From an optimization exercise on the open Yosys and OpenROAD flow, aimed at small area, a short achievable clock period and few clock cycles per item; shortcuts taken in it are not production practice. At most, simulation tests tie the RTL to the original design; equivalence was not proved. Only the layout flow was run in runs 3 to 6; the RTL was not checked for function there. Power and IR drop assume default switching activity.

==> design/flow/design.v <==
module pfx_add #(parameter N = 8, parameter KIND = 1) (
    input  wire [N-1:0] x,
    input  wire [N-1:0] y,
    input  wire         ci,
    output wire [N-1:0] s,
    output wire         co
);
    function integer lg2(input integer n);
        integer k;
        begin
            lg2 = 0;
            for (k = 1; k < n; k = k * 2)
                lg2 = lg2 + 1;
        end
    endfunction
    localparam LG = lg2(N);
    reg [N-1:0] g, p;
    integer l, i, j;
    always @(*) begin
        g = x & y;
        p = x ^ y;
        if (KIND == 0) begin
            for (i = 1; i < N; i = i + 1) begin
                g[i] = g[i] | p[i] & g[i-1];
                p[i] = p[i] & p[i-1];
            end
        end else if (KIND == 1) begin
            for (l = 0; l < LG; l = l + 1)
                for (i = 0; i < N; i = i + 1)
                    if (((i + 1) % (2 << l)) == 0) begin
                        j = i - (1 << l);
                        g[i] = g[i] | p[i] & g[j];
                        p[i] = p[i] & p[j];
                    end
            for (l = LG - 2; l >= 0; l = l - 1)
                for (i = 0; i < N; i = i + 1)
                    if (i >= (2 << l) && ((i + 1) % (2 << l)) == (1 << l)) begin
                        j = i - (1 << l);
                        g[i] = g[i] | p[i] & g[j];
                        p[i] = p[i] & p[j];
                    end
        end else begin
            for (l = 0; l < LG; l = l + 1)
                for (i = 0; i < N; i = i + 1)
                    if ((i >> l) & 1) begin
                        j = ((i >> l) << l) - 1;
                        g[i] = g[i] | p[i] & g[j];
                        p[i] = p[i] & p[j];
                    end
        end
    end
    wire [N:0] c = {g | p & {N{ci}}, ci};
    assign s  = x ^ y ^ c[N-1:0];
    assign co = c[N];
endmodule
module pfx_inc #(parameter N = 8) (
    input  wire [N-1:0] x,
    input  wire         ci,
    output wire [N-1:0] s,
    output wire         co
);
    function integer lg2(input integer n);
        integer k;
        begin
            lg2 = 0;
            for (k = 1; k < n; k = k * 2)
                lg2 = lg2 + 1;
        end
    endfunction
    localparam LG = lg2(N);
    reg [N-1:0] p;
    integer l, i;
    always @(*) begin
        p = x;
        for (l = 0; l < LG; l = l + 1)
            for (i = N - 1; i >= 0; i = i - 1)
                if ((i >> l) & 1)
                    p[i] = p[i] & p[((i >> l) << l) - 1];
    end
    wire [N:0] c = {p & {N{ci}}, ci};
    assign s  = x ^ c[N-1:0];
    assign co = c[N];
endmodule
module lzc64 (
    input  wire [63:0] v,
    output wire [5:0]  n,
    output wire        z
);
    reg [7*64-1:0]   zz;
    reg [7*64*6-1:0] cc;
    integer k, i;
    always @(*) begin
        zz = 0;
        cc = 0;
        for (i = 0; i < 64; i = i + 1)
            zz[i] = ~v[i];
        for (k = 1; k <= 6; k = k + 1)
            for (i = 0; i < (64 >> k); i = i + 1) begin
                zz[k*64+i] = zz[(k-1)*64+2*i+1] & zz[(k-1)*64+2*i];
                if (zz[(k-1)*64+2*i+1])
                    cc[(k*64+i)*6 +: 6] = cc[((k-1)*64+2*i)*6 +: 6] | (6'd1 << (k - 1));
                else
                    cc[(k*64+i)*6 +: 6] = cc[((k-1)*64+2*i+1)*6 +: 6];
            end
    end
    assign n = cc[(6*64)*6 +: 6];
    assign z = zz[6*64];
endmodule
module w40_s1 #(parameter CK = 1) (
    input  wire        is_int,
    input  wire [63:0] a,
    input  wire [63:0] b,
    output wire [30:0] m_a,      
    output wire [30:0] m_b,      
    output wire        x34,      
    output wire        y34,
    output wire        a_big,    
    output wire [31:0] hs,       
    output wire [2:0]  hcy       
);
    wire        sa = a[39];
    wire        sb = b[39];
    wire [8:0]  ea = a[38:30];
    wire [8:0]  eb = b[38:30];
    wire [29:0] fa = a[29:0];
    wire [29:0] fb = b[29:0];
    wire a_max = &ea;
    wire b_max = &eb;
    wire a_fz  = ~|fa;
    wire b_fz  = ~|fb;
    wire a_nan = a_max & ~a_fz;
    wire b_nan = b_max & ~b_fz;
    wire a_inf = a_max & a_fz;
    wire b_inf = b_max & b_fz;
    wire sp    = a_max | b_max;
    wire nan   = a_nan | b_nan | (a_inf & b_inf & (sa ^ sb));
    wire of_op = a_inf | b_inf;
    wire a_ez = ~|ea;
    wire b_ez = ~|eb;
    wire [8:0] xa = {ea[8:1], ea[0] | a_ez};
    wire [8:0] xb = {eb[8:1], eb[0] | b_ez};
    wire ge;
    pfx_add #(.N(39), .KIND(CK)) u_cmp (
        .x(a[38:0]), .y(~b[38:0]), .ci(1'b1), .s(), .co(ge));
    wire eq  = &(a[38:0] ~^ b[38:0]);
    wire sub = sa ^ sb;
    assign a_big = is_int | ge;
    wire z   = eq & (sub | a_ez & a_fz);
    wire s_l = ge ? sa : sb;
    wire sgn = sp ? (a_inf ? sa : sb) : z ? (sa & sb) : s_l;
    wire [8:0] x_l = ge ? xa : xb;
    wire [8:0] dab, dba;
    pfx_add #(.N(9), .KIND(2)) u_dab (.x(xa), .y(~xb), .ci(1'b1), .s(dab), .co());
    pfx_add #(.N(9), .KIND(2)) u_dba (.x(xb), .y(~xa), .ci(1'b1), .s(dba), .co());
    wire [8:0] dd  = ge ? dab : dba;
    wire       big = |dd[8:6];
    assign m_a = {is_int ? a[30] : ~a_ez, fa};
    assign m_b = {is_int ? b[30] : ~b_ez, fb};
    assign x34 = is_int & a[31];
    assign y34 = is_int & b[31];
    wire [7:0] h0, h1, h2, h3;
    wire [2:0] hc;
    pfx_add #(.N(8), .KIND(2)) u_h0 (.x(a[39:32]), .y(b[39:32]), .ci(1'b0), .s(h0), .co(hc[0]));
    pfx_add #(.N(8), .KIND(2)) u_h1 (.x(a[47:40]), .y(b[47:40]), .ci(1'b0), .s(h1), .co(hc[1]));
    pfx_add #(.N(8), .KIND(2)) u_h2 (.x(a[55:48]), .y(b[55:48]), .ci(1'b0), .s(h2), .co(hc[2]));
    pfx_add #(.N(8), .KIND(2)) u_h3 (.x(a[63:56]), .y(b[63:56]), .ci(1'b0), .s(h3), .co());
    assign hcy = hc & {3{is_int}};
    assign hs = is_int ? {h3, h2, h1, h0}
                       : {11'd0, of_op, nan, sp, sgn, x_l, sub, big, dd[5:0]};
endmodule
module w40_s2 #(parameter AK = 1) (
    input  wire        is_int,
    input  wire [30:0] m_a,
    input  wire [30:0] m_b,
    input  wire        x34,
    input  wire        y34,
    input  wire        a_big,
    input  wire [31:0] hs,
    input  wire [2:0]  hcy,
    output wire [66:0] sum
);
    wire [5:0] d   = hs[5:0] & {6{~is_int}};
    wire       big = hs[6] & ~is_int;
    wire       sub = hs[7] & ~is_int;
    wire [30:0] m_l = a_big ? m_a : m_b;
    wire [30:0] m_s = a_big ? m_b : m_a;
    reg  [30:0] lost;
    integer j;
    always @(*)
        for (j = 0; j < 31; j = j + 1)
            lost[j] = big | (d >= j + 3);
    wire        sticky = |(m_s & lost);
    wire [33:0] shr    = big ? 34'd0 : ({m_s, 3'b000} >> d);
    wire [33:0] s_al   = {shr[33:1], sticky};
    wire c35;
    pfx_add #(.N(35), .KIND(AK)) u_add (
        .x({x34, m_l, 3'b000}), .y({y34, s_al ^ {34{sub}}}), .ci(sub),
        .s(sum[34:0]), .co(c35));
    wire ci0 = c35;
    wire ci1 = hcy[0] | ci0 & (&hs[7:0]);
    wire ci2 = hcy[1] | ci1 & (&hs[15:8]);
    wire ci3 = hcy[2] | ci2 & (&hs[23:16]);
    pfx_inc #(.N(8)) u_i0 (.x(hs[7:0]),   .ci(ci0), .s(sum[42:35]), .co());
    pfx_inc #(.N(8)) u_i1 (.x(hs[15:8]),  .ci(ci1), .s(sum[50:43]), .co());
    pfx_inc #(.N(8)) u_i2 (.x(hs[23:16]), .ci(ci2), .s(sum[58:51]), .co());
    pfx_inc #(.N(8)) u_i3 (.x(hs[31:24]), .ci(ci3), .s(sum[66:59]), .co());
endmodule
module w40_s3 (
    input  wire        is_int,
    input  wire [66:0] sum,
    output wire [63:0] res,      
    output wire        inf,      
    output wire [1:0]  flags
);
    wire        sub   = sum[42];
    wire [8:0]  x_l   = sum[51:43];
    wire        sgn   = sum[52];
    wire        sp    = sum[53];
    wire        nan   = sum[54];
    wire        of_op = sum[55];
    wire [34:0] raw   = {sum[34] ^ sub, sum[33:0]};
    wire [7:0] xh, xo;
    genvar k;
    generate
        for (k = 0; k < 8; k = k + 1) begin : g_dec
            assign xh[k] = (x_l[5:3] == k);
            assign xo[k] = (x_l[2:0] == k);
        end
    endgenerate
    wire       x_lo = ~|x_l[8:6];
    reg [34:0] stop;
    integer j;
    always @(*)
        for (j = 0; j < 35; j = j + 1)
            stop[j] = x_lo & xh[(34 - j) >> 3] & xo[(34 - j) & 7];
    wire [5:0]  s;
    lzc64 u_lzc (.v({raw | stop, 1'b1, 28'd0}), .n(s), .z());
    wire [34:0] t5 = s[5] ? {raw[2:0], 32'd0} : raw;
    wire [34:0] t4 = s[4] ? {t5[18:0], 16'd0} : t5;
    wire [34:0] t3 = s[3] ? {t4[26:0], 8'd0}  : t4;
    wire [34:0] t2 = s[2] ? {t3[30:0], 4'd0}  : t3;
    wire [34:0] t1 = s[1] ? {t2[32:0], 2'd0}  : t2;
    wire [34:0] sh = s[0] ? {t1[33:0], 1'd0}  : t1;
    wire [9:0]  e_n  = {1'b0, x_l} + 10'd1 - {4'd0, s};
    wire [9:0]  e_n1 = {1'b0, x_l} + 10'd2 - {4'd0, s};
    wire [30:0] mant   = sh[34:4];
    wire        rnd_up = sh[3] & (|sh[2:0] | mant[0]);
    wire [30:0] mant_r;
    wire        c_r;
    pfx_inc #(.N(31)) u_rnd (.x(mant), .ci(rnd_up), .s(mant_r), .co(c_r));
    wire        c_r_q  = rnd_up & (&mant);
    wire        hid    = mant[30] | rnd_up & (&mant[29:0]);
    wire [9:0]  e_f    = c_r_q ? e_n1 : e_n;
    wire        ovf     = c_r_q ? (e_n1[9] | (&e_n1[8:0])) : (e_n[9] | (&e_n[8:0]));
    wire [8:0]  e_field = hid ? e_f[8:0] : 9'd0;
    assign res   = is_int ? sum[66:3] : {24'd0, sgn & ~nan, e_field, mant_r[29:0]};
    assign inf   = ~is_int & (sp | ovf);
    assign flags = is_int ? 2'b00 : {nan, of_op | (~sp & ovf)};
endmodule
module red_combine (
    input  wire        clk,
    input  wire        rst,
    input  wire        in_valid,
    input  wire        in_int,
    input  wire [63:0] in_a,
    input  wire [63:0] in_b,
    output reg         out_valid,
    output wire [63:0] out_sum,
    output reg  [1:0]  out_flags
);
    wire [30:0] m_a, m_b;
    wire        x34, y34, a_big;
    wire [2:0]  hcy;
    wire [31:0] hs;
    w40_s1 u_s1 (
        .is_int(in_int), .a(in_a), .b(in_b), .m_a(m_a), .m_b(m_b),
        .x34(x34), .y34(y34), .a_big(a_big), .hs(hs), .hcy(hcy)
    );
    reg        v1, int1, x34_1, y34_1, a_big1;
    reg [2:0]  hcy1;
    reg [30:0] m_a1, m_b1;
    reg [31:0] hs1;
    always @(posedge clk) begin
        if (rst) v1 <= 1'b0;
        else     v1 <= in_valid;
        int1   <= in_int;
        m_a1   <= m_a;
        m_b1   <= m_b;
        x34_1  <= x34;
        y34_1  <= y34;
        a_big1 <= a_big;
        hs1    <= hs;
        hcy1   <= hcy;
    end
    wire [66:0] sum;
    w40_s2 u_s2 (
        .is_int(int1), .m_a(m_a1), .m_b(m_b1), .x34(x34_1), .y34(y34_1),
        .a_big(a_big1), .hs(hs1), .hcy(hcy1), .sum(sum)
    );
    reg        v2, int2;
    reg [66:0] sum2;
    always @(posedge clk) begin
        if (rst) v2 <= 1'b0;
        else     v2 <= v1;
        int2 <= int1;
        sum2 <= sum;
    end
    wire [63:0] res;
    wire        inf;
    wire [1:0]  flg;
    w40_s3 u_s3 (
        .is_int(int2), .sum(sum2), .res(res), .inf(inf), .flags(flg)
    );
    reg [63:0] res3;
    reg        inf3;
    always @(posedge clk) begin
        if (rst) out_valid <= 1'b0;
        else     out_valid <= v2;
        res3      <= res;
        inf3      <= inf;
        out_flags <= flg;
    end
    assign out_sum = {res3[63:39], res3[38:30] | {9{inf3}},
                      inf3 ? out_flags[1] : res3[29], res3[28:0] & {29{~inf3}}};
endmodule
==> design/flow/flow/run.sh <==
#!/bin/bash
# The standard layout (standard.sh: ORFS synthesis through finish), with
# two changes:
#  - the input and output ports get sky130_fd_sc_hd__buf_2 port buffers in
#    place of the cell buffer_ports picks by default;
#  - ORFS's timing repair (after floorplan, CTS and global routing) aims for
#    a setup slack of SETUP_SLACK_MARGIN ns below, not 0: the constraints and
#    clock period stay the design's, the repair only works harder.
# make's full output goes to std_flow.log here; ORFS keeps each step's log
# under orfs/logs.
set -euo pipefail
MARGIN=12
bash standard.sh "SETUP_SLACK_MARGIN=$MARGIN" \
    "BUFFER_PORTS_ARGS=-buffer_cell sky130_fd_sc_hd__buf_2" finish > std_flow.log 2>&1
==> design/flow/standard.sh <==
#!/bin/bash
# synth_recipe.tcl (not shown) runs the flow's synth.tcl, then flattens the netlist and writes it again
# the make line also repeats each setting of config.mk as NAME=value (left out here)
make -C /OpenROAD-flow-scripts/flow DESIGN_CONFIG=/design/flow/config.mk WORK_HOME=/design/flow/orfs CLKGATE_MAP_FILE= SYNTH_SCRIPT=/design/flow/synth_recipe.tcl "${@:-finish}"
==> design/flow/config.mk <==
export PLATFORM = sky130hd
export DESIGN_NAME = red_combine
export DESIGN_NICKNAME = red_combine
export VERILOG_FILES = /design/flow/design.v
export SDC_FILE = /design/flow/constraint.sdc
export NUM_CORES = 4
export LEC_CHECK = 0
export ABC_AREA = 1
export CAP_MARGIN = 20
export CORE_MARGIN = 2
export CORE_UTILIZATION = 55
export SLEW_MARGIN = 20
==> design/flow/constraint.sdc <==
create_clock -name core_clock -period 18.0 [get_ports {clk}]
set_input_delay 3.6000 -clock core_clock [delete_from_list [all_inputs] [get_ports {clk}]]
set_output_delay 3.6000 -clock core_clock [all_outputs]
set_load 0.01 [all_outputs]
==> reports/results.ini, run 1 <==
[setup_path]
r2r-end = sum2[60]
crit_path_top_delay_cell = ha_1
worst_path_largest_cell_delay_ps = 420
critical_path.startpoint = in_a[35]
worstPathMaxFanout = 8
crit_type = in2reg
critPathTopFamily = simple AND/OR/NAND/NOR gates
worstPathRequired_ps = 18400
r2r_start = hs1[4]
crit_top_cell = inv_1
startpoint_type = primary input
reg2reg_depth = 28
critPathBufInv = 6
worstPathArrival_ps = 6330
worst_setup_path_end_kind = flip-flop
path_cells = buf_2 -> inv_1 -> ha_1 -> nand2_1 -> inv_1 -> nand4_1 -> buf_4 -> nor4_2 -> and3_4 -> nor3_4 -> nand2_4 -> buf_12 -> nor2_1 -> nor2_1 -> inv_1 -> nand2_1 -> o211ai_1 -> o21ai_0 -> a32oi_1
rrSetupSlack_ps = 12290

[die]
die_area_um2 = 35400
chipHeight_um = 188.1
fp.coreArea_um2 = 33450
std_cell_rows = 67
start_util_pct = 55.76
dieWidth_um = 188.1
ioPinCount = 199

[logic_synthesis]
synth_top_family_by_area = simple AND/OR/NAND/NOR gates
seq_area_frac_synth_pct = 25.65
yosysMostFrequentCell = nand2_1
yosys.area_share.adder_pct = 10.43
ys.warnings.count = 10
post_synth_and_or_nand_nor_area_fraction_pct = 34.07
muxShareOfSynthArea_pct = 0.2751
avgSynthCellArea_um2 = 6.478
ys.flop_type = dfxtp_1
syn_nets = 3158
synth_top_area_share_pct = 25.65
synthTopCellsByCount = nand2_1 (787), inv_1 (357), nand3_1 (255), dfxtp_1 (239), nor2_1 (209)
synth_enable_flop_cells = 0
async_flop_share_pct = 0
netlist_area_um2 = 18650
yosys_register_bits = 239
synth.area.top_cells = dfxtp_1 (26%), nand2_1 (16%), ha_1 (8.9%)
yosysTopAreaCell = dfxtp_1
synthCells = 2879
synth_cell_types = 62
synthXorXnorAreaFrac_pct = 5.541
synth-compound-area-share_pct = 12.88

[sta]
relSlewSlack_pct = 30.93
worst_pin_slew_ps = 1035
clock-skew-final_ps = 11.94
finalSetupTns_ps = 0
slew_viol_final = 0
period_minus_slack_ps = 5936
rsz0062_at_grt = yes
worst_hold_slack_ps = 416.1
finalHoldViolations = 0
finalSetupViolCount = 0
fmax_mhz = 168.5
finalCritPeriodShare_pct = 32.98

[power]
p_leak_uw = 0.01080
p_per_area_nw_per_um2 = 148.1
total_power_uw = 3096
ir_drop_mv = 0.1372

[grt]
grt_usage_pct = 34.66
antenna_found_initial = 0
grt_max_degree = 72
globalRouteOverflowTotal = 0
grt_pass1_wl_um = 97480
first_global_vias = 18340

[clock_tree]
ctsLongestPathBuffers = 3
cts_buffers = 26
clk_pin_slew_ps = 60
htree_num_levels = 1
cts_tree = built
clock_sink_count = 239
clk_latency_ps = 560
ctsHoldBuffers = 0
cts-root-buf = clkbuf_16

[hold_path]
min_path_cells = 2
hold_end = res3[61]
hold_class = reg2reg
holdCritStartpoint = sum2[64]

[placed_design]
dp_hpwl_um = 50350
dp_cells = 3422
io_buffers = 198
routabilityCongestion = 0.9911

[drt]
drt-total-wl_um = 63330
ant_nets = 0
vias = 19570
wl_per_cell_um = 18.18
first_pass_iters = 7
vias_per_cell = 5.617
first_iter_violations = 1658
drc = 0

[layout]
drive_above_1_share_pct = 13.70
syn2layout_area_growth_pct = 12.07
antenna_cells = 0
nNetsFinal = 3297
final_cell_count_no_fill = 3484
post-route-util_pct = 62.49

[outcome]
status = complete, no violations

[run]
drv_cap = 0

==> metal layers <==
layer / GRT usage [%] / wire (um)
met5: 0 / 0
met4: 15.84 / 2751
met3: 3.388 / 4438
met2: 59.78 / 30060
met1: 43.68 / 26070
==> kinds of logic (layout without fill, tap and decap cells) <==
kind of cell / Yosys count / count (layout)
multiplexers: 5 / 5
AO/OA/AOI/OAI: 434 / 434
XOR/XNOR: 118 / 118
AND/OR/NAND/NOR: 1438 / 1439
flip-flops: 239 / 239
buffers and inverters: 498 / 654
adder cells (fa/ha/maj): 147 / 147
==> sequential cells by signal, summed over array words and instances (netlist names) <==
name / flops
hcy1: 3
sum2: 67
a_big1: 1
v1: 1
out_valid: 1
int1: 1
int2: 1
m_b1: 31
hs1: 32
out_flags: 2
y34_1: 1
m_a1: 31
res3: 64
v2: 1
x34_1: 1
inf3: 1
==> power by group <==
part           switching, uW  total, uW  internal (uW)
combinational           1200       1780            580
sequential              94.2        755            661
clock                    222        560            338
total                   1520       3100           1580
==> how the worst max path moves through the flow <==
stage / endpoint / slack, ps / depth (start not counted)
4_1_cts: hs1[6] / 12000 / 16
3_5_place_dp: hs1[6] / 10560 / 15
2_1_floorplan: hs1[6] / 12050 / 14
3_3_place_gp: hs1[6] / 10540 / 16
6_report: hs1[6] / 12060 / 19
5_1_grt: hs1[6] / 11920 / 19
==> stage by stage <==
| step | worst slack [ps] | area [um2] |
|---|---|---|
| 2_1_floorplan | 12050 | 18650 |
| 3_3_place_gp | 10540 | 19670 |
| 3_5_place_dp | 10560 | 19670 |
| 4_1_cts | 12000 | 20670 |
| 5_1_grt | 11920 | 20900 |
| 6_report | 12060 | 20900 |
==> area by class of cell <==
type,count,area (um2)
sequential,239,4788
clock buffer,36,758.2
clock inverter,10,151.4
tap,448,560.5
timing repair buffer,228,1279
timing repair inverter,1,7.507
fill,3093,12550
multi-input combinational,2143,11920
inverter,379,1439
==> timing repair <==
| action | CTS | global route |
|---|---|---|
| pin swaps | 1 | 2 |
| hold endpoints to repair | 0 | 0 |
| gates resized for setup | 13 | 46 |
| setup buffers | 5 | 8 |
| gates cloned | 0 | 3 |
| endpoints found under the setup margin | 33 | 31 |
==> worst register-to-register path: cells and delay by family, from the launching register on <==
kind,cells,cell delay (ps)
flops,1,440
simple gates,19,2990
compound gates,2,570
fa+ha+maj,2,520
xor+xnor,1,130
buf+inv,4,1020
==> cell usage in the layout, fill, tap and decap left out, drive strengths merged, types with 18 or more instances in the layout <==
| cell | count |
|---|---|
| nand4 | 31 |
| nor2 | 239 |
| xnor2 | 38 |
| nand2 | 822 |
| xor2 | 80 |
| or2 | 18 |
| nand3 | 264 |
| nor3 | 32 |
| inv | 376 |
| ha | 133 |
| buf | 227 |
| a21oi | 124 |
| nor4 | 24 |
| o211ai | 18 |
| o21ai | 228 |
| clkbuf | 37 |
| dfxtp | 239 |
Testbench counts, summed over its fixed seeds: cycles 24,024, items 24,000.
==> inputs of run 2 (changes only) <==
--- a/design/flow/config.mk
+++ b/design/flow/config.mk
@@ -9,4 +9,4 @@
 export CAP_MARGIN = 20
 export CORE_MARGIN = 2
-export CORE_UTILIZATION = 55
+export CORE_UTILIZATION = 40
 export SLEW_MARGIN = 20
==> run 2 against run 1 <==
Effect of this change: critical endpoint unchanged; largest cell class unchanged; fmax is 2.6% higher; setup slack better by 150 ps; clock skew is 29 ps higher; non-clock buffer count is 1 lower; register-to-register slack better by 130 ps; critical path depth is 2 lower; power is 0.86% higher; global-route usage is 9.0 points lower; highest routed layer unchanged; clock power is about 10% higher.
==> reports/results.ini, run 2 <==
[placed_design]
dpl_worst_slack_ps = 10470  ; -91.40 ps
io_buffers = 198  ; unchanged
routabilityCongestion = 0.9744  ; -1.7%
dp_hpwl_um = 52640  ; +4.5%

[logic_synthesis]
synth.area.top_cells = dfxtp_1 (26%), nand2_1 (16%), ha_1 (8.9%)
yosysTopAreaCell = dfxtp_1
synth_enable_flop_cells = 0  ; unchanged
yosys_register_bits = 239  ; unchanged
ys.flop_type = dfxtp_1
seq_area_frac_synth_pct = 25.65  ; unchanged
ys.warnings.count = 10  ; unchanged
yosysMostFrequentCell = nand2_1
synthCells = 2879  ; unchanged
syn_nets = 3158  ; unchanged
synth_cell_types = 62  ; unchanged
netlist_area_um2 = 18650  ; unchanged
avgSynthCellArea_um2 = 6.478  ; unchanged
synthTopCellsByCount = nand2_1 (787), inv_1 (357), nand3_1 (255), dfxtp_1 (239), nor2_1 (209)
async_flop_share_pct = 0  ; unchanged
synth_top_area_share_pct = 25.65  ; unchanged

[sta]
finalCritPeriodShare_pct = 32.16  ; -0.82 points
relSlewSlack_pct = 42.16  ; +11 points
period_minus_slack_ps = 5788  ; -147.8 ps
finalSetupTns_ps = 0  ; unchanged
fmax_mhz = 172.8  ; +2.6%
rsz0062_at_grt = no
setup_slack_ps = 12210  ; +147.8 ps
clock-skew-final_ps = 40.46  ; +28.52 ps
finalHoldViolations = 0  ; unchanged
worst_hold_slack_ps = 388.7  ; -27.50 ps
worst_pin_slew_ps = 859.7  ; -175.3 ps
finalSetupViolCount = 0  ; unchanged
slew_viol_final = 0  ; unchanged

[clock_tree]
clk_latency_ps = 610  ; +50 ps
cts_buffers = 29  ; +12%
clock_sink_count = 239  ; unchanged
cts-root-buf = clkbuf_16
ctsLongestPathBuffers = 3  ; unchanged
clk_pin_slew_ps = 60  ; about the same
ctsHoldBuffers = 0  ; unchanged
cts_tree = built
htree_num_levels = 1  ; unchanged

[drt]
drc = 0  ; unchanged
wl_met3_um = 2408  ; -46%
vias = 18840  ; -3.7%
first_pass_iters = 6  ; -1
dr_wl_met2_um = 29950  ; -0.40%
first_iter_violations = 1154  ; -30%
wl_per_cell_um = 17.43  ; -4.1%
wl_met1_um = 28770  ; +10%
topRoutingLayerUsed = met4
drt-total-wl_um = 63600  ; +0.43%
ant_nets = 0  ; unchanged
vias_per_cell = 5.164  ; -8.1%

[outcome]
status = complete, no violations

[power]
p_per_area_nw_per_um2 = 147.4  ; -0.46%
p_leak_uw = 0.01083  ; +0.26%
ir_drop_mv = 0.09653  ; -30%

[die]
start_util_pct = 40.32  ; -15 points
std_cell_rows = 79  ; +18%
fp.coreArea_um2 = 46260  ; +38%
ioPinCount = 199  ; unchanged
chipHeight_um = 219.9  ; +17%
die_area_um2 = 48370  ; +37%
dieWidth_um = 219.9  ; +17%

[layout]
nNetsFinal = 3298  ; +0.030%
regMostFlops = sum2
final_common_cell = nand2_1
antenna_cells = 0  ; unchanged
drive_above_1_share_pct = 14.04  ; +0.34 points
top_regs = sum2 x67, res3 x64, hs1 x32
largest_reg_flops = 67  ; unchanged
final_cell_mix = nand2_1 (785), inv_1 (356), nand3_1 (255)
syn2layout_area_growth_pct = 13.55

[setup_path]
worst_path_largest_cell_delay_ps = 390  ; -30 ps
rrSetupSlack_ps = 12420  ; +130 ps
path_cells = buf_2 -> inv_1 -> ha_2 -> nand4_1 -> nor3_2 -> nor4b_4 -> nand2_1 -> a21o_4 -> nand2_4 -> buf_4 -> nor2_1 -> nor2_1 -> inv_1 -> nand2_1 -> o211ai_1 -> o21ai_0 -> a32oi_1
crit_path_top_delay_cell = ha_2
r2r_start = hs1[4]
startpoint_type = primary input
worst_setup_path_end_kind = flip-flop
critical_path.startpoint = in_a[31]
crit_type = in2reg
worstPathArrival_ps = 6210  ; -120 ps
worstPathMaxFanout = 7  ; -1
worstPathRequired_ps = 18420  ; +20 ps

[grt]
grt_max_degree = 53  ; -26%
first_global_vias = 17740  ; -3.3%
globalRouteOverflowTotal = 0  ; unchanged
grt_pass1_wl_um = 96730  ; -0.76%
grt_usage_pct = 25.71  ; -9.0 points
antenna_found_initial = 0  ; unchanged

[run]
drv_cap = 0  ; unchanged

[hold_path]
holdCritStartpoint = sum2[57]
hold_class = reg2reg

[run 2: stage by stage]
step	power (uW)	utilization, %	instance area (um2)	instances
after floorplan	2020	-	18650	2879
after global placement	2473	42.97	19880	3582
after detailed placement	2484	42.97	19880	3582
after CTS	3115	45.35	20980	3640
after global routing	3387	45.78	21180	3648
final	3122	45.78	21180	3648
[run 2: timing repair]
action                     4_1_cts  5_1_grt
setup endpoints to repair       32       30
pin swaps                        1        3
gates cloned                     0        1
gates resized for setup         18       54
setup buffers                    5        7
[run 2: area by class of cell]
| cell class | instances | area, um2 |
|---|---|---|
| Fill cell | 4932 | 25080 |
| Multi-Input combinational cell | 2143 | 11940 |
| Sequential cell | 239 | 4792 |
| Inverter | 379 | 1438 |
| Timing Repair Buffer | 227 | 1235 |
| Clock buffer | 38 | 799.5 |
| Tap cell | 607 | 759.5 |
| Clock inverter | 15 | 216.5 |
[run 2: critical path, delay by kind of cell]
kind	cells	cell delay, ps
compound gates	4	640
fa+ha+maj	1	390
simple gates	8	1150
buf+inv	4	410
[run 2: path summary, 6_finish.rpt]
check        endpoint  cells past startpoint
min          res3[54]                      2
max reg2reg  sum2[60]                     30
max            hs1[6]                     17
min reg2reg  res3[54]                      2
[run 2: power by group]
group | internal (uW) | switching, uW
logic | 579 | 1160
clock network | 373 | 244
registers | 661 | 103
[run 2: kinds of logic (layout without fill, tap and decap cells)]
kind of cell / after synthesis / count (layout) / synth area share, %
buffers and inverters: 498 / 659 / 11.15
DFF: 239 / 239 / 25.65
xor gates and xnor gates: 118 / 118 / 5.541
muxes: 5 / 5 / 0.2751
adders and majority gates: 147 / 147 / 10.43
and+or+nand+nor: 1438 / 1439 / 34.07
AOI/OAI and AO/OA: 434 / 434 / 12.88
[run 2: routing by layer]
| layer | vias up | track usage (%) |
|---|---|---|
| met4 | 0 | 8.926 |
| met2 | 497 | 45.18 |
| met1 | 8652 | 32.88 |
| li1 | 9561 | - |
| met3 | 130 | 2.167 |
| met5 | - | 0 |
==> inputs of run 3 (changes only) <==
--- a/design/flow/design.v
+++ b/design/flow/design.v
@@ -209,7 +209,6 @@
     input  wire        is_int,
     input  wire [66:0] sum,
-    output wire [63:0] res,      
-    output wire        inf,      
-    output wire [1:0]  flags
+    output wire [63:0] out_sum,
+    output wire [1:0]  out_flags
 );
     wire        sub   = sum[42];
@@ -254,7 +253,9 @@
     wire        ovf     = c_r_q ? (e_n1[9] | (&e_n1[8:0])) : (e_n[9] | (&e_n[8:0]));
     wire [8:0]  e_field = hid ? e_f[8:0] : 9'd0;
-    assign res   = is_int ? sum[66:3] : {24'd0, sgn & ~nan, e_field, mant_r[29:0]};
-    assign inf   = ~is_int & (sp | ovf);
-    assign flags = is_int ? 2'b00 : {nan, of_op | (~sp & ovf)};
+    wire        inf_like = sp | ovf;
+    wire [39:0] f = inf_like ? {sgn & ~nan, 9'h1FF, nan, 29'd0}
+                             : {sgn, e_field, mant_r[29:0]};
+    assign out_sum   = is_int ? sum[66:3] : {24'd0, f};
+    assign out_flags = is_int ? 2'b00 : {nan, of_op | (~sp & ovf)};
 endmodule
 module red_combine (
@@ -266,5 +267,5 @@
     input  wire [63:0] in_b,
     output reg         out_valid,
-    output wire [63:0] out_sum,
+    output reg  [63:0] out_sum,
     output reg  [1:0]  out_flags
 );
@@ -307,19 +308,11 @@
     end
     wire [63:0] res;
-    wire        inf;
     wire [1:0]  flg;
-    w40_s3 u_s3 (
-        .is_int(int2), .sum(sum2), .res(res), .inf(inf), .flags(flg)
-    );
-    reg [63:0] res3;
-    reg        inf3;
+    w40_s3 u_s3 (.is_int(int2), .sum(sum2), .out_sum(res), .out_flags(flg));
     always @(posedge clk) begin
         if (rst) out_valid <= 1'b0;
         else     out_valid <= v2;
-        res3      <= res;
-        inf3      <= inf;
+        out_sum   <= res;
         out_flags <= flg;
     end
-    assign out_sum = {res3[63:39], res3[38:30] | {9{inf3}},
-                      inf3 ? out_flags[1] : res3[29], res3[28:0] & {29{~inf3}}};
 endmodule
==> run 3 against run 2 <==
Effect of this change: clock skew is 16 ps lower; sequential share of layout area is 0.26 points lower; global-route usage is 0.60 points higher; critical path depth is 2 higher; die area is 0.47% lower; largest cell class unchanged.
==> reports/results.ini, run 3 <==
[outcome]
status = complete, no violations

[setup_path]
crit_type = in2reg
critPathBufInv = 5  ; +1
worst_path_largest_cell_delay_ps = 400  ; about the same
crit_top_cell = nand2_1
startpoint_type = primary input
critical_path.startpoint = in_a[31]
critPathTopFamily = simple AND/OR/NAND/NOR gates
r2r_start = hs1[1]
crit_path_top_delay_cell = ha_2
worstPathArrival_ps = 6190  ; -20 ps
worstPathMaxFanout = 8  ; +1
worst_setup_path_end_kind = flip-flop
path_cells = buf_2 -> inv_1 -> ha_2 -> nand4_1 -> nor3_1 -> inv_1 -> nor4_4 -> nand2_1 -> nand2_1 -> nand2_1 -> a21oi_2 -> o21ai_2 -> nand2_4 -> clkinvlp_4 -> buf_4 -> nand2_1 -> nand4_1 -> o21ai_0 -> o21ai_0
worstPathRequired_ps = 18420  ; about the same

[die]
fp.coreArea_um2 = 45580  ; -1.5%
ioPinCount = 199  ; unchanged
die_area_um2 = 48140  ; -0.47%
chipHeight_um = 219.4  ; -0.24%
start_util_pct = 40.72  ; +0.41 points
dieWidth_um = 219.4  ; -0.24%
std_cell_rows = 78  ; -1.3%

[sta]
finalCritPeriodShare_pct = 32.08  ; -0.078 points
period_minus_slack_ps = 5774  ; -14.10 ps
setup_slack_ps = 12230  ; +14.10 ps
finalSetupTns_ps = 0  ; unchanged
rsz0062_at_grt = no
finalSetupViolCount = 0  ; unchanged
clock-skew-final_ps = 24.51  ; -15.95 ps
relSlewSlack_pct = 48.89  ; +6.7 points
worst_pin_slew_ps = 758.6  ; -101.1 ps
finalHoldViolations = 0  ; unchanged
fmax_mhz = 173.2  ; +0.24%
slew_viol_final = 0  ; unchanged

[logic_synthesis]
synthTopCellsByCount = nand2_1 (729), inv_1 (329), nand3_1 (302), dfxtp_1 (238), o21ai_0 (206)
yosys_register_bits = 238  ; -0.42%
seq_area_frac_synth_pct = 25.67  ; about the same
netlist_area_um2 = 18560  ; -0.48%
syn_nets = 3090  ; -2.2%
synth_top_area_share_pct = 25.67  ; about the same
synth.area.top_cells = dfxtp_1 (26%), nand2_1 (15%), ha_1 (9.0%)
async_flop_share_pct = 0  ; unchanged
synth_cell_types = 62  ; unchanged
ys.flop_type = dfxtp_1
yosysTopAreaCell = dfxtp_1
avgSynthCellArea_um2 = 6.603  ; +1.9%
ys.warnings.count = 10  ; unchanged
yosysMostFrequentCell = nand2_1
synthCells = 2811  ; -2.4%
synth_enable_flop_cells = 0  ; unchanged

[grt]
grt_max_degree = 58  ; +9.4%
antenna_found_initial = 2  ; +2
first_global_vias = 18090  ; +2.0%
grt_usage_pct = 26.30  ; +0.60 points
globalRouteOverflowTotal = 0  ; unchanged
grt_pass1_wl_um = 98980  ; +2.3%

[layout]
top_regs = sum2 x67, out_sum x64, hs1 x32
drive_above_1_share_pct = 14.40  ; +0.36 points
nNetsFinal = 3259  ; -1.2%
syn2layout_area_growth_pct = 14.92
final_cell_count_no_fill = 3599  ; -1.3%
final_cell_mix = nand2_1 (726), inv_1 (324), nand3_1 (302)
antenna_cells = 0  ; unchanged
regMostFlops = sum2
largest_reg_flops = 67  ; unchanged
final_common_cell = nand2_1

[clock_tree]
clock_sink_count = 238  ; -0.42%
htree_num_levels = 1  ; unchanged
ctsLongestPathBuffers = 3  ; unchanged
clk_latency_ps = 570  ; -40 ps
ctsHoldBuffers = 0  ; unchanged
cts_tree = built
cts-root-buf = clkbuf_16
cts_buffers = 27  ; -6.9%
clk_pin_slew_ps = 60  ; about the same

[power]
p_leak_uw = 0.01074  ; -0.81%
total_power_uw = 3119  ; -0.11%
p_per_area_nw_per_um2 = 146.2  ; -0.82%
ir_drop_mv = 0.1351  ; +40%

[placed_design]
routabilityCongestion = 0.9751  ; about the same
dp_cells = 3523  ; -1.6%
dpl_worst_slack_ps = 10600  ; +136.6 ps
io_buffers = 198  ; unchanged
dp_hpwl_um = 53220  ; +1.1%

[drt]
vias = 19130  ; +1.6%
drc = 0  ; unchanged
vias_per_cell = 5.316  ; +2.9%
first_pass_iters = 5  ; -1
first_iter_violations = 1423  ; +23%
drt-total-wl_um = 65060  ; +2.3%
ant_nets = 0  ; unchanged
wl_per_cell_um = 18.08  ; +3.7%

[hold_path]
holdCritStartpoint = v1
hold_class = reg2reg

[run]
drv_cap = 0  ; unchanged

run 3: cell count changes after synthesis, moves of 20 or more:
cell,previous run,this run
nand2_1,787,729
nand3_1,255,302
inv_1,357,329
o21ai_1,40,12
buf_4,34,11
o21ai_0,186,206
o22ai_2,0,20
run 3: per-stage QoR:
| step | area (um2) | hold WS, ps | util, % |
|---|---|---|---|
| 2_1_floorplan | 18560 | 325.8 | - |
| 3_3_place_gp | 19870 | 391.7 | 43.60 |
| 6_report | 21330 | 402.2 | 46.80 |
| 3_5_place_dp | 19870 | 398.6 | 43.60 |
| 5_1_grt | 21330 | 418.8 | 46.80 |
| 4_1_cts | 20980 | 398.6 | 46.02 |
run 3: metal layers:
| metal | GRT usage (%) | routed length (um) | vias up |
|---|---|---|---|
| met5 | 0 | 13 | - |
| met4 | 11.98 | 3126 | 2 |
| met3 | 2.924 | 3080 | 154 |
| met2 | 44.81 | 30510 | 602 |
| met1 | 33.26 | 28330 | 8795 |
| li1 | - | - | 9580 |
run 3: timing repair:
action                     in CTS  in global routing
resized for setup              33                 76
gates cloned                    2                  4
buffers inserted                7                 15
pin swaps                       2                  6
setup endpoints to repair      84                 80
run 3: tightest hold or removal path, delay by kind of cell, from the launching register on:
kind,cells,cell delay [ps]
buffers and inverters,1,40
flip-flops,1,290
AND/OR/NAND/NOR,1,30
run 3: cell type report:
type	instances	area, um2
inverter	347	1329
multi-input combinational	2129	12150
tap	600	750.7
clock inverter	17	229.0
fill	4756	24250
clock buffer	31	730.7
timing repair inverter	3	22.52
sequential	238	4771
timing repair buffer	234	1346
run 3: worst paths after layout:
| kind | to | slack (ps) | cells past startpoint |
|---|---|---|---|
| setup / recovery | hs1[6] | 12230 | 19 |
| hold / removal | v2 | 400 | 2 |
| hold reg to reg | v2 | 400 | 2 |
| setup reg to reg | sum2[60] | 12430 | 35 |
run 3: cell families (layout without fill, tap and decap cells):
group	Yosys count	count (layout)	synth area share, %
flops	238	238	25.67
compound gates	464	464	14.64
xor+xnor	124	124	5.851
mux	8	8	0.4315
simple gates	1384	1386	33.06
fa+ha+maj	147	147	10.48
buf+inv	446	632	9.876
run 3: report_power, final:
part           switching, uW  total, uW  internal (uW)
clock                    230        592            362
sequential              85.4        737            652
combinational           1180       1790            605
==> inputs of run 4 (changes only) <==
--- a/design/flow/design.v
+++ b/design/flow/design.v
@@ -153,6 +153,6 @@
     pfx_add #(.N(9), .KIND(2)) u_dab (.x(xa), .y(~xb), .ci(1'b1), .s(dab), .co());
     pfx_add #(.N(9), .KIND(2)) u_dba (.x(xb), .y(~xa), .ci(1'b1), .s(dba), .co());
-    wire [8:0] dd  = ge ? dab : dba;
-    wire       big = |dd[8:6];
+    wire       bab = |dab[8:6];
+    wire       bba = |dba[8:6];
     assign m_a = {is_int ? a[30] : ~a_ez, fa};
     assign m_b = {is_int ? b[30] : ~b_ez, fb};
@@ -167,5 +167,5 @@
     assign hcy = hc & {3{is_int}};
     assign hs = is_int ? {h3, h2, h1, h0}
-                       : {11'd0, of_op, nan, sp, sgn, x_l, sub, big, dd[5:0]};
+                       : {4'd0, bba, dba[5:0], of_op, nan, sp, sgn, x_l, sub, bab, dab[5:0]};
 endmodule
 module w40_s2 #(parameter AK = 1) (
@@ -180,6 +180,6 @@
     output wire [66:0] sum
 );
-    wire [5:0] d   = hs[5:0] & {6{~is_int}};
-    wire       big = hs[6] & ~is_int;
+    wire [5:0] d   = (a_big ? hs[5:0] : hs[26:21]) & {6{~is_int}};
+    wire       big = (a_big ? hs[6] : hs[27]) & ~is_int;
     wire       sub = hs[7] & ~is_int;
     wire [30:0] m_l = a_big ? m_a : m_b;
==> run 4 against run 3 <==
Effect of this change: still clean on timing, DRC and antenna; die area fell by 1.3%; wire length rose by 4.9%; clock power fell by 5.4%; largest power group unchanged.
==> reports/results.ini, run 4 <==
[outcome]
status = complete, no violations

[drt]
wl_met3_um = 4089  ; +33%
vias = 19580  ; +2.3%
drc = 0  ; unchanged
vias_per_cell = 5.426  ; +2.1%
ant_nets = 0  ; unchanged
wl_per_cell_um = 18.91  ; +4.6%
drt-total-wl_um = 68230  ; +4.9%
first_pass_iters = 7  ; +2
topRoutingLayerUsed = met5
first_iter_violations = 1478  ; +3.9%
wl_met1_um = 29030  ; +2.5%
dr_wl_met2_um = 31790  ; +4.2%

[placed_design]
dp_hpwl_um = 54420  ; +2.2%
io_buffers = 198  ; unchanged
routabilityCongestion = 0.9912  ; +1.7%
dp_cells = 3524  ; +0.028%

[logic_synthesis]
ys.flop_type = dfxtp_1
netlist_area_um2 = 18310  ; -1.4%
yosysTopAreaCell = dfxtp_1
avgSynthCellArea_um2 = 6.518  ; -1.3%
synth_cell_types = 65  ; +4.8%
syn_nets = 3087  ; -0.097%
yosysMostFrequentCell = nand2_1
synthCells = 2809  ; -0.071%
async_flop_share_pct = 0  ; unchanged
yosys_register_bits = 238  ; unchanged
synth_top_area_share_pct = 26.02  ; +0.35 points
synth_enable_flop_cells = 0  ; unchanged
ys.warnings.count = 10  ; unchanged
synthTopCellsByCount = nand2_1 (722), inv_1 (340), nand3_1 (264), dfxtp_1 (238), o21ai_0 (218)
synth.area.top_cells = dfxtp_1 (26%), nand2_1 (15%), ha_1 (9.0%)
seq_area_frac_synth_pct = 26.02  ; +0.35 points

[setup_path]
critPathTopFamily = simple AND/OR/NAND/NOR gates
cp-endpoint = hs1[6]
crit_top_cell = nand2_1
worstPathMaxFanout = 5  ; -3
critPathBufInv = 4  ; -1
worst_path_largest_cell_delay_ps = 380  ; -20 ps
worstPathArrival_ps = 6210  ; +20 ps
path_cells = buf_2 -> inv_2 -> nand4_1 -> nor3_2 -> nor2_2 -> buf_4 -> ha_1 -> a21oi_1 -> nand2_1 -> nand2_1 -> nand2_1 -> nand2_1 -> inv_1 -> nor2_1 -> o21ai_0 -> xor2_1 -> o41ai_1 -> o21ai_0
crit_cells = 18  ; -1
startpoint_type = primary input
worstPathRequired_ps = 18370  ; -50 ps
rrSetupSlack_ps = 12330  ; -100 ps
critical_path.startpoint = in_b[36]
reg2reg_depth = 32  ; -8.6%
crit_path_top_delay_cell = o41ai_1
r2r-end = out_sum[28]
r2r_start = sum2[49]
worst_setup_path_end_kind = flip-flop
crit_type = in2reg

[power]
ir_drop_mv = 0.1467  ; +8.6%
p_leak_uw = 0.01073  ; about the same
p_comb_share_pct = 58.9  ; +1.5 points
total_power_uw = 3163  ; +1.4%
p_seq_share_pct = 23.4  ; -0.2 points
switchingPower_uw = 1572  ; +4.8%
power.clock.fraction_pct = 17.7  ; -1.3 points
power.internal_uw = 1591  ; -1.8%
switching_share_pct = 49.71  ; +1.6 points
p_per_area_nw_per_um2 = 148.3  ; +1.4%

[clock_tree]
htree_num_levels = 1  ; unchanged
clk_pin_slew_ps = 60  ; about the same
clk_latency_ps = 570  ; about the same
cts-root-buf = clkbuf_16
ctsLongestPathBuffers = 3  ; unchanged
cts_buffers = 28  ; +3.7%
clock_sink_count = 238  ; unchanged
cts_tree = built

[die]
dieWidth_um = 217.9  ; -0.67%
fp.coreArea_um2 = 45280  ; -0.64%
std_cell_rows = 78  ; unchanged
chipHeight_um = 217.9  ; -0.67%
start_util_pct = 40.43  ; -0.29 points
die_area_um2 = 47500  ; -1.3%
ioPinCount = 199  ; unchanged

[grt]
antenna_found_initial = 1  ; -1
first_global_vias = 18210  ; +0.65%
grt_max_degree = 82  ; +41%
grt_usage_pct = 27.61  ; +1.3 points
grt_pass1_wl_um = 102900  ; +3.9%
globalRouteOverflowTotal = 0  ; unchanged

[layout]
regMostFlops = sum2
nNetsFinal = 3267  ; +0.25%
syn2layout_area_growth_pct = 16.53
final_cell_count_no_fill = 3608  ; +0.25%
drive_above_1_share_pct = 14.23  ; -0.18 points
largest_reg_flops = 67  ; unchanged
final_common_cell = nand2_1
antenna_cells = 0  ; unchanged
top_regs = sum2 x67, out_sum x64, hs1 x32
final_cell_mix = nand2_1 (713), inv_1 (326), nand3_1 (263)

[run]
drv_cap = 0  ; unchanged

[hold_path]
hold_class = reg2reg

[sta]
rsz0062_at_grt = yes
finalSetupTns_ps = 0  ; unchanged
worst_pin_slew_ps = 998.1  ; +239.5 ps
period_minus_slack_ps = 5838  ; +64.60 ps
relSlewSlack_pct = 33.39  ; -16 points
slew_viol_final = 0  ; unchanged
finalCritPeriodShare_pct = 32.44  ; +0.36 points
fmax_mhz = 171.3  ; -1.1%
finalSetupViolCount = 0  ; unchanged
clock-skew-final_ps = 19.81  ; -4.694 ps
finalHoldViolations = 0  ; unchanged

[run 4: per-layer routing]
layer,up-vias,track usage [%]
met3,177,3.333
li1,9600,-
met4,2,12.59
met1,9044,35.32
met2,753,46.36
met5,-,0
[run 4: layout make-up]
type                            count  area, um2
Timing Repair Buffer              242       1461
Tap cell                          600      750.7
Clock inverter                     14      167.7
Sequential cell                   238       4770
Multi-Input combinational cell   2118      12010
Fill cell                        4790      23950
Timing Repair inverter              1      11.26
Clock buffer                       35      767.0
Inverter                          360       1396
[run 4: per-stage QoR]
step                      instance area, um2  util (%)  hold slack [ps]  setup WS [ps]
after floorplan                        18310         -            325.8          12210
after global placement                 19680     43.45            391.1          10170
after detailed placement               19680     43.45            394.9          10100
after CTS                              20910     46.18            404.5          11950
after global routing                   21340     47.12            411.6          11940
final                                  21340     47.12            402.9          12160
[run 4: how the worst min path moves through the flow]
stage / from / slack (ps) / end / depth (start not counted)
floorplan: int1 / 330 / int2 / 0
finish: v1 / 400 / v2 / 2
detailed placement: v1 / 390 / v2 / 2
global route: v1 / 410 / v2 / 2
global placement: v1 / 390 / v2 / 2
CTS: v1 / 400 / v2 / 2
[run 4: cells by family (layout without fill, tap and decap cells)]
kind of cell / count (synthesis) / in the layout / share of synthesized area (%)
compound gates: 497 / 497 / 15.25
xor+xnor: 121 / 121 / 5.788
fa+ha+maj: 146 / 146 / 10.55
buf+inv: 457 / 652 / 10.09
flops: 238 / 238 / 26.02
mux: 7 / 7 / 0.3895
simple gates: 1343 / 1347 / 31.91
[run 4: timing repair]
| item | CTS | global route |
|---|---|---|
| setup buffers | 10 | 15 |
| gates cloned | 4 | 6 |
| hold buffers | 0 | 0 |
| pin swaps | 3 | 18 |
| endpoints found under the setup margin | 92 | 79 |
| gates resized for setup | 39 | 82 |
[run 4: worst reg2reg max path, delay by kind of cell, from the launching register on]
family	cells	cell delay, ps
AOI/OAI and AO/OA	2	210
xor gates and xnor gates	1	200
adders and majority gates	4	1140
buffers and inverters	6	840
DFF	1	390
and+or+nand+nor	19	2750
[run 4: power groups by stage]
stage	Combinational (uW)	Sequential, uW	Clock (uW)
after global routing	2060	751	597
after global placement	1740	751	0
after CTS	1790	742	574
after floorplan	1260	738	0
final	1860	741	560
after detailed placement	1750	753	0
==> inputs of run 5 (changes only) <==
==> design/flow/flow/run.sh (replaced) <==
#!/bin/bash
# The standard layout (standard.sh: ORFS synthesis through finish), with
# three changes:
#  - synthesis leaves adders to ABC: ADDER_MAP_FILE is empty, so Yosys does
#    not extract half and full adder cells before ABC maps the logic.  The
#    synthesis script, the registers and everything else are unchanged;
#  - the input and output ports get sky130_fd_sc_hd__buf_2 port buffers in
#    place of the cell buffer_ports picks by default;
#  - ORFS's timing repair (after floorplan, CTS and global routing) aims for
#    a setup slack of MARGIN ns, not 0: the constraints and clock period stay
#    the design's, the repair only works harder.
# make's full output goes to std_flow.log here; ORFS keeps each step's log
# under orfs/logs.
set -euo pipefail
MARGIN=12
bash standard.sh "ADDER_MAP_FILE=" "SETUP_SLACK_MARGIN=$MARGIN" \
    "BUFFER_PORTS_ARGS=-buffer_cell sky130_fd_sc_hd__buf_2" finish > std_flow.log 2>&1
==> run 5 against run 4 <==
Effect of this change: still clean on timing, DRC and antenna; flip-flop and latch count stayed put; critical path depth is 6 higher; global-route usage is 1.9 points lower; power is 10% lower; fmax is 2.2% higher; area after synthesis is 2.1% higher; cell area is 1.7% lower; sequential power is 0.9% lower; setup slack better by 120 ps; register-to-register slack better by 150 ps; critical path type unchanged.
==> reports/results.ini, run 5 <==
[outcome]
status = complete, no violations

[logic_synthesis]
ys.flop_type = dfxtp_1
yosys.area_share.adder_pct = 0  ; -11 points
post_synth_and_or_nand_nor_area_fraction_pct = 46.84  ; +15 points
yosysMostFrequentCell = nand2_1
synthXorXnorAreaFrac_pct = 4.812  ; -0.98 points
avgSynthCellArea_um2 = 5.733  ; -12%
synth_top_family_by_area = simple AND/OR/NAND/NOR gates
synth_enable_flop_cells = 0  ; unchanged
yosysTopAreaCell = dfxtp_1
syn_nets = 3393  ; +9.9%
synthCells = 3261  ; +16%
ys.warnings.count = 10  ; unchanged
synth_cell_types = 56  ; -14%
yosys_register_bits = 238  ; unchanged
synthTopCellsByCount = nand2_1 (1,041), nand3_1 (466), inv_1 (427), nor2_1 (315), dfxtp_1 (238)
synth_top_area_share_pct = 25.48  ; -0.54 points
synth.area.top_cells = dfxtp_1 (25%), nand2_1 (21%), nand3_1 (12%)
netlist_area_um2 = 18700  ; +2.1%
muxShareOfSynthArea_pct = 0.1606  ; -0.23 points
async_flop_share_pct = 0  ; unchanged
seq_area_frac_synth_pct = 25.48  ; -0.54 points
synth-compound-area-share_pct = 10.70  ; -4.5 points

[layout]
antenna_cells = 0  ; unchanged
seqCellArea_um2 = 4766  ; about the same
drive_above_1_share_pct = 10.88  ; -3.3 points
regMostFlops = sum2
nNetsFinal = 3540  ; +8.4%
n_fill_cell = 5131  ; +7.1%
final_common_cell = nand2_1
fin_area_um2 = 20980  ; -1.7%
top_regs = sum2 x67, out_sum x64, hs1 x32
multi_input_area_um2 = 11760  ; -2.1%
syn2layout_area_growth_pct = 12.19
largest_reg_flops = 67  ; unchanged
final_cell_mix = nand2_1 (1,038), nand3_1 (465), inv_1 (426)

[sta]
fmax_mhz = 175.0  ; +2.2%
slew_viol_final = 0  ; unchanged
worst_hold_slack_ps = 403.3  ; +0.3160 ps
rsz0062_at_grt = no
relSlewSlack_pct = 31.81  ; -1.6 points
finalSetupViolCount = 0  ; unchanged
worst_pin_slew_ps = 1019  ; +20.99 ps
finalCritPeriodShare_pct = 31.75  ; -0.68 points
finalHoldViolations = 0  ; unchanged
period_minus_slack_ps = 5715  ; -123.2 ps
finalSetupTns_ps = 0  ; unchanged
clock-skew-final_ps = 17.67  ; -2.142 ps

[drt]
vias_per_cell = 5.086  ; -6.3%
first_pass_iters = 6  ; -1
drc = 0  ; unchanged
wl_per_cell_um = 15.79  ; -16%
ant_nets = 0  ; unchanged
drt-total-wl_um = 63710  ; -6.6%
vias = 20520  ; +4.8%
first_iter_violations = 1694  ; +15%

[grt]
grt_usage_pct = 25.68  ; -1.9 points
antenna_found_initial = 0  ; -1
globalRouteOverflowTotal = 0  ; unchanged
grt_max_degree = 106  ; +29%
first_global_vias = 18270  ; +0.30%
grt_pass1_wl_um = 98940  ; -3.8%

[setup_path]
crit_path_top_delay_cell = nor2_1
crit_type = in2reg
worstPathRequired_ps = 18430  ; +60 ps
startpoint_type = primary input
worstPathMaxFanout = 7  ; +2
path_cells = buf_2 -> inv_1 -> nor2_1 -> nor2_1 -> inv_1 -> nor3_4 -> nand3_2 -> nor4_2 -> nand2_1 -> inv_1 -> nand4_1 -> inv_1 -> nand2_1 -> o2111ai_1 -> nand2_1 -> o211ai_1 -> a21o_1 -> nand2_1 -> nand2_4 -> clkinvlp_4 -> nor2_1 -> nor3_1 -> o21ai_0 -> o31ai_1
worst_path_largest_cell_delay_ps = 190  ; -190 ps
worst_setup_path_end_kind = flip-flop
worstPathArrival_ps = 6140  ; -70 ps

[placed_design]
dp_hpwl_um = 51160  ; -6.0%
dpl_cell_area_um2 = 19950  ; +1.4%
io_buffers = 198  ; unchanged
routabilityCongestion = 0.9751  ; -1.6%

[clock_tree]
ctsLongestPathBuffers = 3  ; unchanged
ctsHoldBuffers = 0  ; unchanged
clock_sink_count = 238  ; unchanged
cts_tree = built
cts_buffers = 26  ; -7.1%
clk_latency_ps = 570  ; about the same
cts-root-buf = clkbuf_16
clk_pin_slew_ps = 70  ; about the same
htree_num_levels = 1  ; unchanged

[die]
fp.coreArea_um2 = 46360  ; +2.4%
start_util_pct = 40.33  ; -0.10 points
chipHeight_um = 220.2  ; +1.0%
std_cell_rows = 79  ; +1.3%
ioPinCount = 199  ; unchanged
die_area_um2 = 48490  ; +2.1%
dieWidth_um = 220.2  ; +1.0%

[power]
p_leak_uw = 0.01140  ; +6.2%
p_per_area_nw_per_um2 = 135.7  ; -8.5%
ir_drop_mv = 0.1257  ; -14%
total_power_uw = 2846  ; -10%

[hold_path]
hold_class = reg2reg

[run]
drv_cap = 0  ; unchanged

-- run 5: cell types whose count changed in the layout (fill, tap and decap cells not counted), sizes merged, moves of 14 or more --
cell and change:
buf -18, xor2 -27, nand2 +337, a21oi -44, ha -132, nand4 +19
inv +85, nor2 +100, nand3 +203, o21ai -38, fa -14
-- run 5: final timing paths --
kind | cells after the start | start | endpoint | slack, ps
max | 24 | in_b[31] | hs1[17] | 12280
min | 2 | v1 | v2 | 400
max reg2reg | 27 | sum2[43] | out_sum[13] | 12480
min reg2reg | 2 | v1 | v2 | 400
-- run 5: timing repair --
item	in CTS	in global routing
hold endpoints to repair	0	0
endpoints found under the setup margin	39	88
pin swaps	0	2
resized for setup	3	24
gates cloned	0	1
setup buffers	0	10
-- run 5: critical path: cells and delay by family --
kind            cells  cell delay [ps]
simple gates       13             1310
buf+inv             6              640
compound gates      5              590
-- run 5: cells by family after synthesis --
group	Yosys count
compound gates	364
buf+inv	543
xor+xnor	98
simple gates	2015
mux	3
flops	238
-- run 5: power by group --
group / internal, uW / total, uW / switching, uW / leakage, uW
sequential: 646 / 734 / 88.3 / 0.00200
combinational: 499 / 1580 / 1080 / 0.00898
clock: 300 / 533 / 233 / 0.000417
total: 1440 / 2850 / 1400 / 0.0114
-- run 5: routing by layer --
layer	vias up	GRT usage [%]	share of wire, %
met3	129	2.639	5.6
li1	10720	-	-
met2	684	41.34	45
met4	0	8.926	3.5
met5	-	0	0
met1	8987	35.69	46
-- run 5: layout make-up --
type	instances	share of cell area, %
flip-flops and latches	238	22.72
clock buffers	33	3.418
well taps	607	3.621
multi-input cells	2481	56.06
repair buffers	219	5.536
clock inverters	14	0.6681
inverters	442	7.975
-- run 5: stage by stage --
step                      instances  setup WS, ps  utilization [%]
after floorplan                3261         12210                -
after global placement         3976         11400            43.04
after detailed placement       3976         11300            43.04
after CTS                      4023         12020            44.92
after global routing           4034         12000            45.25
final                          4034         12280            45.25
==> inputs of run 6 (changes only) <==
--- a/design/flow/flow/run.sh
+++ b/design/flow/flow/run.sh
@@ -13,5 +13,5 @@
 # under orfs/logs.
 set -euo pipefail
-MARGIN=12
+MARGIN=12.5
 bash standard.sh "ADDER_MAP_FILE=" "SETUP_SLACK_MARGIN=$MARGIN" \
     "BUFFER_PORTS_ARGS=-buffer_cell sky130_fd_sc_hd__buf_2" finish > std_flow.log 2>&1
==> run 6 against run 5 <==
Effect of this change: clock-buffer cell count decreased by 3; global-route usage decreased by 0.094 points; critical path depth decreased by 4.
==> reports/results.ini, run 6 <==
[drt]
vias = 20850  ; +1.7%
first_iter_violations = 1928  ; +14%
wl_per_cell_um = 15.84  ; +0.28%
drt-total-wl_um = 64060  ; +0.56%
ant_nets = 0  ; unchanged
first_pass_iters = 6  ; unchanged
vias_per_cell = 5.156  ; +1.4%
drc = 0  ; unchanged

[logic_synthesis]
syn_nets = 3393  ; unchanged
yosys_register_bits = 238  ; unchanged
yosysTopAreaCell = dfxtp_1
synth.area.top_cells = dfxtp_1 (25%), nand2_1 (21%), nand3_1 (12%)
synth_top_area_share_pct = 25.48  ; unchanged
avgSynthCellArea_um2 = 5.733  ; unchanged
synth_enable_flop_cells = 0  ; unchanged
synth_cell_types = 56  ; unchanged
synthCells = 3261  ; unchanged
async_flop_share_pct = 0  ; unchanged
ys.warnings.count = 10  ; unchanged
synthTopCellsByCount = nand2_1 (1,041), nand3_1 (466), inv_1 (427), nor2_1 (315), dfxtp_1 (238)
seq_area_frac_synth_pct = 25.48  ; unchanged
ys.flop_type = dfxtp_1
yosysMostFrequentCell = nand2_1
netlist_area_um2 = 18700  ; unchanged

[clock_tree]
cts_buffers = 27  ; +3.8%
cts-root-buf = clkbuf_16
clock_sink_count = 238  ; unchanged
cts_tree = built
ctsHoldBuffers = 0  ; unchanged
htree_num_levels = 1  ; unchanged
clk_latency_ps = 580  ; about the same
clk_pin_slew_ps = 70  ; about the same
ctsLongestPathBuffers = 3  ; unchanged

[layout]
top_regs = sum2 x67, out_sum x64, hs1 x32
regMostFlops = sum2
nNetsFinal = 3549  ; +0.25%
final_cell_mix = nand2_1 (1,034), nand3_1 (465), inv_1 (412)
drive_above_1_share_pct = 12.97  ; +2.1 points
syn2layout_area_growth_pct = 15.16
antenna_cells = 0  ; unchanged
n_fill_cell = 5090  ; -0.80%
largest_reg_flops = 67  ; unchanged
final_common_cell = nand2_1
fin_area_um2 = 21530  ; +2.6%
post-route-util_pct = 46.44  ; +1.2 points

[die]
ioPinCount = 199  ; unchanged
start_util_pct = 40.33  ; unchanged
die_area_um2 = 48490  ; unchanged
chipHeight_um = 220.2  ; unchanged
dieWidth_um = 220.2  ; unchanged
std_cell_rows = 79  ; unchanged
fp.coreArea_um2 = 46360  ; unchanged

[sta]
clock-skew-final_ps = 21.64  ; +3.972 ps
slew_viol_final = 0  ; unchanged
worst_pin_slew_ps = 1094  ; +75.20 ps
finalCritPeriodShare_pct = 31.10  ; -0.65 points
finalHoldViolations = 0  ; unchanged
setup_slack_ps = 12400  ; +117.7 ps
period_minus_slack_ps = 5598  ; -117.7 ps
finalSetupViolCount = 0  ; unchanged
fmax_mhz = 178.7  ; +2.1%
finalSetupTns_ps = 0  ; unchanged
rsz0062_at_grt = yes
relSlewSlack_pct = 26.78  ; -5.0 points

[setup_path]
worstPathMaxFanout = 7  ; unchanged
startpoint_type = primary input
worstPathRequired_ps = 18410  ; -20 ps
worstPathArrival_ps = 6010  ; -130 ps
worst_setup_path_end_kind = flip-flop
rrSetupSlack_ps = 12940  ; +460 ps
crit_type = in2reg

[placed_design]
dp_hpwl_um = 51300  ; +0.28%
routabilityCongestion = 1.002  ; +2.8%
dpl_cell_area_um2 = 19970  ; about the same
io_buffers = 198  ; unchanged
dpl_worst_slack_ps = 11680  ; +381.3 ps

[power]
ir_drop_mv = 0.1346  ; +7.0%
p_leak_uw = 0.01152  ; +1.1%
p_per_area_nw_per_um2 = 135.7  ; about the same
total_power_uw = 2921  ; +2.6%

[run]
drv_cap = 0  ; unchanged

[hold_path]
hold_class = reg2reg

[grt]
grt_max_degree = 90  ; -15%
first_global_vias = 18240  ; -0.11%
globalRouteOverflowTotal = 0  ; unchanged
antenna_found_initial = 0  ; unchanged
grt_pass1_wl_um = 98770  ; -0.17%
grt_usage_pct = 25.59  ; -0.094 points

[outcome]
status = complete, no violations

[run 6: cell counts after synthesis]
Identical to the previous run, type by type.
[run 6: final timing paths]
| kind | to | from | cells past startpoint |
|---|---|---|---|
| min reg2reg | out_valid | v2 | 2 |
| max reg2reg | out_sum[22] | sum2[43] | 27 |
| max | hs1[15] | in_b[5] | 20 |
| min | out_valid | v2 | 2 |
[run 6: timing repair]
item	4_1_cts	5_1_grt
cloned	1	2
setup buffers	5	12
endpoints found under the setup margin	49	94
pin swaps	5	31
gates resized for setup	16	115
endpoints found under the hold margin	0	0
[run 6: metrics by stage]
stage | instances | hold slack, ps
floorplan | 3261 | 325.8
global placement | 3975 | 394.3
detailed placement | 3975 | 400.7
CTS | 4031 | 411.5
global route | 4045 | 438.2
finish | 4045 | 404.4
[run 6: routing by layer]
layer  up-vias  GRT usage, %  routed length [um]
met3       121         2.708                4123
met2       740         41.39               28890
met5         -             0                   0
li1      10730             -                   -
met1      9259         35.94               29260
met4         0         7.338                1799
[run 6: critical path: stages]
cell and delay [ps]:
buf_6 110, inv_6 60, nand2_4 50, inv_4 70, nor2_4 40, a31oi_4 190, nor3_2 70, o31ai_2 250
nand4_1 230, nand2_1 140, o2111ai_2 110, nand2_1 110, o211ai_1 80, a21o_1 200, nand2_2 80, nand2_4 100
buf_4 160, buf_6 110, a21oi_1 170, a31oi_1 80
[run 6: final cells by class]
cell class              count  area [um2]  share of cell area (%)
flip-flops and latches    238        4766                   22.14
repair buffers            225        1260                   5.852
well taps                 607       759.5                   3.527
repair inverters            1       5.005                 0.02325
inverters                 442        1702                   7.903
clock inverters            20       252.7                   1.174
multi-input cells        2482       12080                   56.10
clock buffers              30       706.9                   3.283
[run 6: power breakdown]
group / switching, uW / total, uW / internal, uW / leakage, uW
Clock: 240 / 586 / 346 / 0.000464
Combinational: 1090 / 1600 / 508 / 0.00906
Sequential: 89.1 / 735 / 646 / 0.00200
[run 6: logic make-up after synthesis]
logic type                Yosys count  synth area share (%)
buffers and inverters             543                 12.00
DFF                               238                 25.48
AOI/OAI and AO/OA                 364                 10.70
muxes                               3                0.1606
xor gates and xnor gates           98                 4.812
and+or+nand+nor                  2015                 46.84

==> separate check: timing with driven ports <==
The flow's constraints put no driver on any port. The routed layouts listed below were extracted and timed again, unchanged, in two steps.
Step 1, drivers: a clkbuf_16 drives clk and a buf_2 each remaining input, both assumed.
Step 2, shift: input delay + t, output delay - t, t = (earliest + latest rising clock arrival at the registers) / 2. This alone moves slack from input paths to output paths.
Three values: ideal, step 1, step 2; two values: the first two.
run	shift t [ns]	setup WS [ns]	slew at the worst register clock pin (ns)	pins driven straight from the clock port
run 1	0.614	12.064 / 12.104 / 11.490	0.06 / 0.06	1
run 2	0.644	12.212 / 12.248 / 11.604	0.07 / 0.07	1
run 3	0.617	12.226 / 12.265 / 11.648	0.07 / 0.07	1
run 4	0.610	12.162 / 12.186 / 11.576	0.06 / 0.06	1
run 5	0.615	12.285 / 12.321 / 11.706	0.07 / 0.07	1
run 6	0.623	12.402 / 12.422 / 11.799	0.07 / 0.07	1
After both steps every run listed still meets setup and hold. For run 2, which loses most, drivers alone change the setup slack by +0.036 ns; drivers and shift together by -0.608 ns.
